Background: an optimization exercise with open tools, aiming at small area, a short achievable clock period and few clock cycles. Do not read the settings as production practice.
In this exercise RTL edits were held to simulation tests only and were not proved equivalent to the original.
No activity file was given, so power comes from the tool's default toggle rates.

==> flow/design.v (excerpt) <==
module stripe_engine (
  input  wire        clk,
  input  wire        rst,
  input  wire        cmd_valid,
  output wire        cmd_ready,
  input  wire [5:0]  cmd_k,
  input  wire [1:0]  cmd_m,
  input  wire [34:0] cmd_lost,
  input  wire [9:0]  cmd_cols,
  input  wire        in_valid,
  output wire        in_ready,
  input  wire [31:0] in_data,
  output wire        out_valid,
  input  wire        out_ready,
  output wire [31:0] out_data,
  output wire [5:0]  out_member,
  output wire        out_last
);
For scale: ~3,500 cells after synthesis, about 290 flip-flops, roughly 130 I/O pins.
==> flow/config.mk <==
export PLATFORM = sky130hd
export DESIGN_NAME = stripe_engine
export DESIGN_NICKNAME = stripe_engine
export VERILOG_FILES = /design/flow/design.v
export SDC_FILE = /design/flow/constraint.sdc
export NUM_CORES = 8
export LEC_CHECK = 0
export ABC_AREA = 1
export ABC_CLOCK_PERIOD_IN_PS = 2000
export CAP_MARGIN = 65
export CORE_MARGIN = 2
export CORE_UTILIZATION = 70
export CTS_BUF_LIST = sky130_fd_sc_hd__clkbuf_8 sky130_fd_sc_hd__clkbuf_16
export CTS_CLUSTER_DIAMETER = 40
export CTS_CLUSTER_SIZE = 12
export SETUP_SLACK_MARGIN = 5
export SLEW_MARGIN = 65
==> flow/constraint.sdc <==
create_clock -name core_clock -period 10.0 [get_ports {clk}]
set_input_delay 2.0000 -clock core_clock [delete_from_list [all_inputs] [get_ports {clk}]]
set_output_delay 2.0000 -clock core_clock [all_outputs]
set_load 0.01 [all_outputs]
standard.sh (not shown) runs the stock make flow with config.mk's settings and CLKGATE_MAP_FILE= SYNTH_SCRIPT=/design/flow/synth_recipe.tcl, a recipe that flattens the netlist after the stock synthesis.
==> flow/flow/run.sh <==
#!/bin/bash
set -euo pipefail
bash standard.sh "BUFFER_PORTS_ARGS=-buffer_cell sky130_fd_sc_hd__buf_2" finish > orfs_make.log 2>&1
Testbench counts at the start, summed over its fixed seeds: cycles 148,484.
Then changed:
- CAP_MARGIN: 65 -> 50
- CTS_CLUSTER_DIAMETER: 40 -> 60
- CTS_CLUSTER_SIZE: 12 -> 20
- SLEW_MARGIN: 65 -> 50
The changed run produced a clean layout.
Design area decreases by 3.2%.
Worst setup slack is better by 0.16 ns.
Synthesized cell count stays the same.
Then changed:
==> flow/flow/run.sh (replaced) <==
#!/bin/bash
set -euo pipefail
bash standard.sh "BUFFER_PORTS_ARGS=-buffer_cell sky130_fd_sc_hd__buf_4" finish > orfs_make.log 2>&1
- CAP_MARGIN: 50 -> 65
- SLEW_MARGIN: 50 -> 65
Result:
- synthesized cell count stays the same
- hold slack improves by 0.0038 ns
- sequential share of layout area is lower by 0.63 points
- wire length is higher by 3.0%
- cell count is higher by 0.35%
- synthesized area is unchanged
- power is higher by 0.95%
- worst setup slack improves by 0.17 ns
Then changed:
==> flow/flow/run.sh (replaced) <==
#!/bin/bash
set -euo pipefail
bash standard.sh "BUFFER_PORTS_ARGS=-buffer_cell sky130_fd_sc_hd__buf_2" finish > orfs_make.log 2>&1
- CORE_UTILIZATION: 70 -> 75
- CTS_CLUSTER_DIAMETER: 60 -> 50
- CTS_CLUSTER_SIZE: 20 -> 15
Outcome:
- worst setup slack gets worse by 0.11 ns
- critical path depth came out lower by 1
- synthesized cell count is unchanged
- combinational power hardly moves
- routed wire length came out higher by about 2.7%
Then changed:
- CORE_UTILIZATION: 75 -> 70
Maximum frequency went up by about 2%. Area after synthesis does not change. Wire length falls by about 5%. Setup slack improved by 0.076 ns. Cell area is higher by 0.37%. Via count fell by 4.1%. Synthesized cell count does not change. Global-route usage went down by 5.5 points. Total power goes down by 0.93%. Combinational power went down by about 1%. Non-clock buffer count rises by 12.
Then changed:
- CAP_MARGIN: 65 -> 35
- CTS_CLUSTER_DIAMETER: 50 -> 60
- CTS_CLUSTER_SIZE: 15 -> 20
- SLEW_MARGIN: 65 -> 35
Result: Core utilization shrinks by 1.3 points. Sequential power is about the same. Cell area came out lower by about 1.7%. Clock skew rises by 0.0084 ns. Wire length went down by about 0.6%. Maximum frequency shrinks by about 12%. Die area is unchanged. Global-route usage went down by 0.11 points. Setup slack gets worse by 0.54 ns. Final cell count goes down by about 0.6%.

---

Setup of job 103:
Starting RTL as in the previous note.
clock: 10.0 ns
lec_check: 0
abc_area: 1
abc_clock_period_in_ps: 2000
cap_margin: 65
core_margin: 2
core_utilization: 70
cts_buf_list: sky130_fd_sc_hd__clkbuf_8 sky130_fd_sc_hd__clkbuf_16
cts_cluster_diameter: 60
cts_cluster_size: 20
setup_slack_margin: 5
slew_margin: 65
==> flow/flow/run.sh <==
#!/bin/bash
set -euo pipefail
bash standard.sh "BUFFER_PORTS_ARGS=-buffer_cell sky130_fd_sc_hd__buf_2" finish > orfs_make.log 2>&1
Testbench counts of job 103, summed over its fixed seeds: cycles 148,484.
Modified inputs, job 105 compared to job 103
diff --git a/flow/config.mk b/flow/config.mk
--- a/flow/config.mk
+++ b/flow/config.mk
@@ -8,10 +8,10 @@
 export ABC_AREA = 1
 export ABC_CLOCK_PERIOD_IN_PS = 2000
-export CAP_MARGIN = 65
+export CAP_MARGIN = 50
 export CORE_MARGIN = 2
-export CORE_UTILIZATION = 70
+export CORE_UTILIZATION = 60
 export CTS_BUF_LIST = sky130_fd_sc_hd__clkbuf_8 sky130_fd_sc_hd__clkbuf_16
 export CTS_CLUSTER_DIAMETER = 60
 export CTS_CLUSTER_SIZE = 20
 export SETUP_SLACK_MARGIN = 5
-export SLEW_MARGIN = 65
+export SLEW_MARGIN = 50
Findings:
Cmp job 105 vs job 103: met1 demand-to-capacity share in global routing lower in job 105. Looking at period utilization, job 105 sits 2.8 points above job 103. Power delta (job 105 − job 103): unfavourable. Delta (job 105 minus job 103): first-pass GRT wire length up 3000 um, final critical delay including setup and external delays went up.

---

stripe_engine again, from the RTL that the note above started with.
==> flow/config.mk <==
export PLATFORM = sky130hd
export DESIGN_NAME = stripe_engine
export DESIGN_NICKNAME = stripe_engine
export VERILOG_FILES = /design/flow/design.v
export SDC_FILE = /design/flow/constraint.sdc
export NUM_CORES = 8
export LEC_CHECK = 0
export ABC_AREA = 1
export ABC_CLOCK_PERIOD_IN_PS = 2000
export CAP_MARGIN = 70
export CORE_MARGIN = 2
export CORE_UTILIZATION = 72
export CTS_BUF_LIST = sky130_fd_sc_hd__clkbuf_8 sky130_fd_sc_hd__clkbuf_16
export CTS_CLUSTER_DIAMETER = 60
export CTS_CLUSTER_SIZE = 20
export SETUP_SLACK_MARGIN = 5
export SLEW_MARGIN = 70
==> flow/constraint.sdc <==
create_clock -name core_clock -period 10.0 [get_ports {clk}]
set_input_delay 2.0000 -clock core_clock [delete_from_list [all_inputs] [get_ports {clk}]]
set_output_delay 2.0000 -clock core_clock [all_outputs]
set_load 0.01 [all_outputs]
Scripts as last shown in full above: flow/flow/run.sh
The starting point completed without violations.
Testbench counts at the start, summed over its fixed seeds: cycles 148,484.
Edit:
--- a/flow/config.mk
+++ b/flow/config.mk
@@ -9,9 +9,9 @@
 export ABC_CLOCK_PERIOD_IN_PS = 2000
-export CAP_MARGIN = 70
+export CAP_MARGIN = 60
 export CORE_MARGIN = 2
-export CORE_UTILIZATION = 72
+export CORE_UTILIZATION = 70
 export CTS_BUF_LIST = sky130_fd_sc_hd__clkbuf_8 sky130_fd_sc_hd__clkbuf_16
-export CTS_CLUSTER_DIAMETER = 60
-export CTS_CLUSTER_SIZE = 20
+export CTS_CLUSTER_DIAMETER = 50
+export CTS_CLUSTER_SIZE = 15
 export SETUP_SLACK_MARGIN = 5
-export SLEW_MARGIN = 70
+export SLEW_MARGIN = 60
=> The new run finished clean. Worst setup slack got worse by 0.058 ns. Non-clock buffer count falls by 18. Design area falls slightly. Synthesized area is unchanged. Sequential cell count is unchanged. Fmax falls slightly.
Edit:
--- a/flow/config.mk
+++ b/flow/config.mk
@@ -9,9 +9,9 @@
 export ABC_CLOCK_PERIOD_IN_PS = 2000
-export CAP_MARGIN = 60
+export CAP_MARGIN = 65
 export CORE_MARGIN = 2
-export CORE_UTILIZATION = 70
+export CORE_UTILIZATION = 75
 export CTS_BUF_LIST = sky130_fd_sc_hd__clkbuf_8 sky130_fd_sc_hd__clkbuf_16
-export CTS_CLUSTER_DIAMETER = 50
-export CTS_CLUSTER_SIZE = 15
+export CTS_CLUSTER_DIAMETER = 60
+export CTS_CLUSTER_SIZE = 20
 export SETUP_SLACK_MARGIN = 5
-export SLEW_MARGIN = 60
+export SLEW_MARGIN = 65
Outcome: The new run finished with timing, DRC and antenna clean; die area fell by 6.5%; cell area barely changes; via count rose by 2.6%; combinational power rose by about 2%; global-route usage rose by 4.5 points; routed wire length rose by 3.0%; total power barely changes; sequential power barely changes; clock-buffer cell count fell by 4; core utilization rose by 5.0 points; fmax rose by about 2%.

-- re-timing with driven ports --
How much do the figures lean on ideal ports? The routed layouts below were timed once more, with nothing changed but the port constraints. Step 1 (the two cells are an assumption about what drives the block):
set clk [get_ports {clk}]
set_driving_cell -lib_cell sky130_fd_sc_hd__clkbuf_16 $clk
set_driving_cell -lib_cell sky130_fd_sc_hd__buf_2 [delete_from_list [all_inputs] $clk]
Step 2 times the ports against the registers' clock, not the clock port: input delays grow and output delays shrink by t, the midpoint of the rising clock arrivals with the driver on. a / b / c = ideal / step 1 / step 2; a / b = the first two.
run	t (ns)	setup slack, ns	latest minus earliest clock arrival (ns)	worst slew at a driven data input, ns	pins driven straight from the clock port
the first run of note 1	0.625	5.778 / 5.813 / 5.188	0.050 / 0.050	0.13	1
the second run of note 1	0.655	5.938 / 5.972 / 5.318	0.045 / 0.045	0.14	1
the third run of note 1	0.639	6.111 / 6.111 / 5.533	0.022 / 0.021	0.13	1
the fourth run of note 1	0.661	5.996 / 5.996 / 5.483	0.032 / 0.032	0.08	1
the fifth run of note 1	0.665	6.073 / 6.107 / 5.441	0.029 / 0.029	0.12	1
the sixth run of note 1	0.653	5.534 / 5.571 / 4.919	0.036 / 0.037	0.12	1
job 103	0.640	6.032 / 6.065 / 5.425	0.025 / 0.026	0.14	1
job 105	0.653	5.755 / 5.755 / 5.123	0.037 / 0.037	0.05	1
the first run of note 3	0.635	6.025 / 6.025 / 5.787	0.038 / 0.039	0.13	1
the second run of note 3	0.659	5.967 / 6.002 / 5.343	0.025 / 0.024	0.12	1
the third run of note 3	0.633	6.044 / 6.079 / 5.447	0.033 / 0.033	0.09	1
After both steps setup and hold are still met in every run listed.
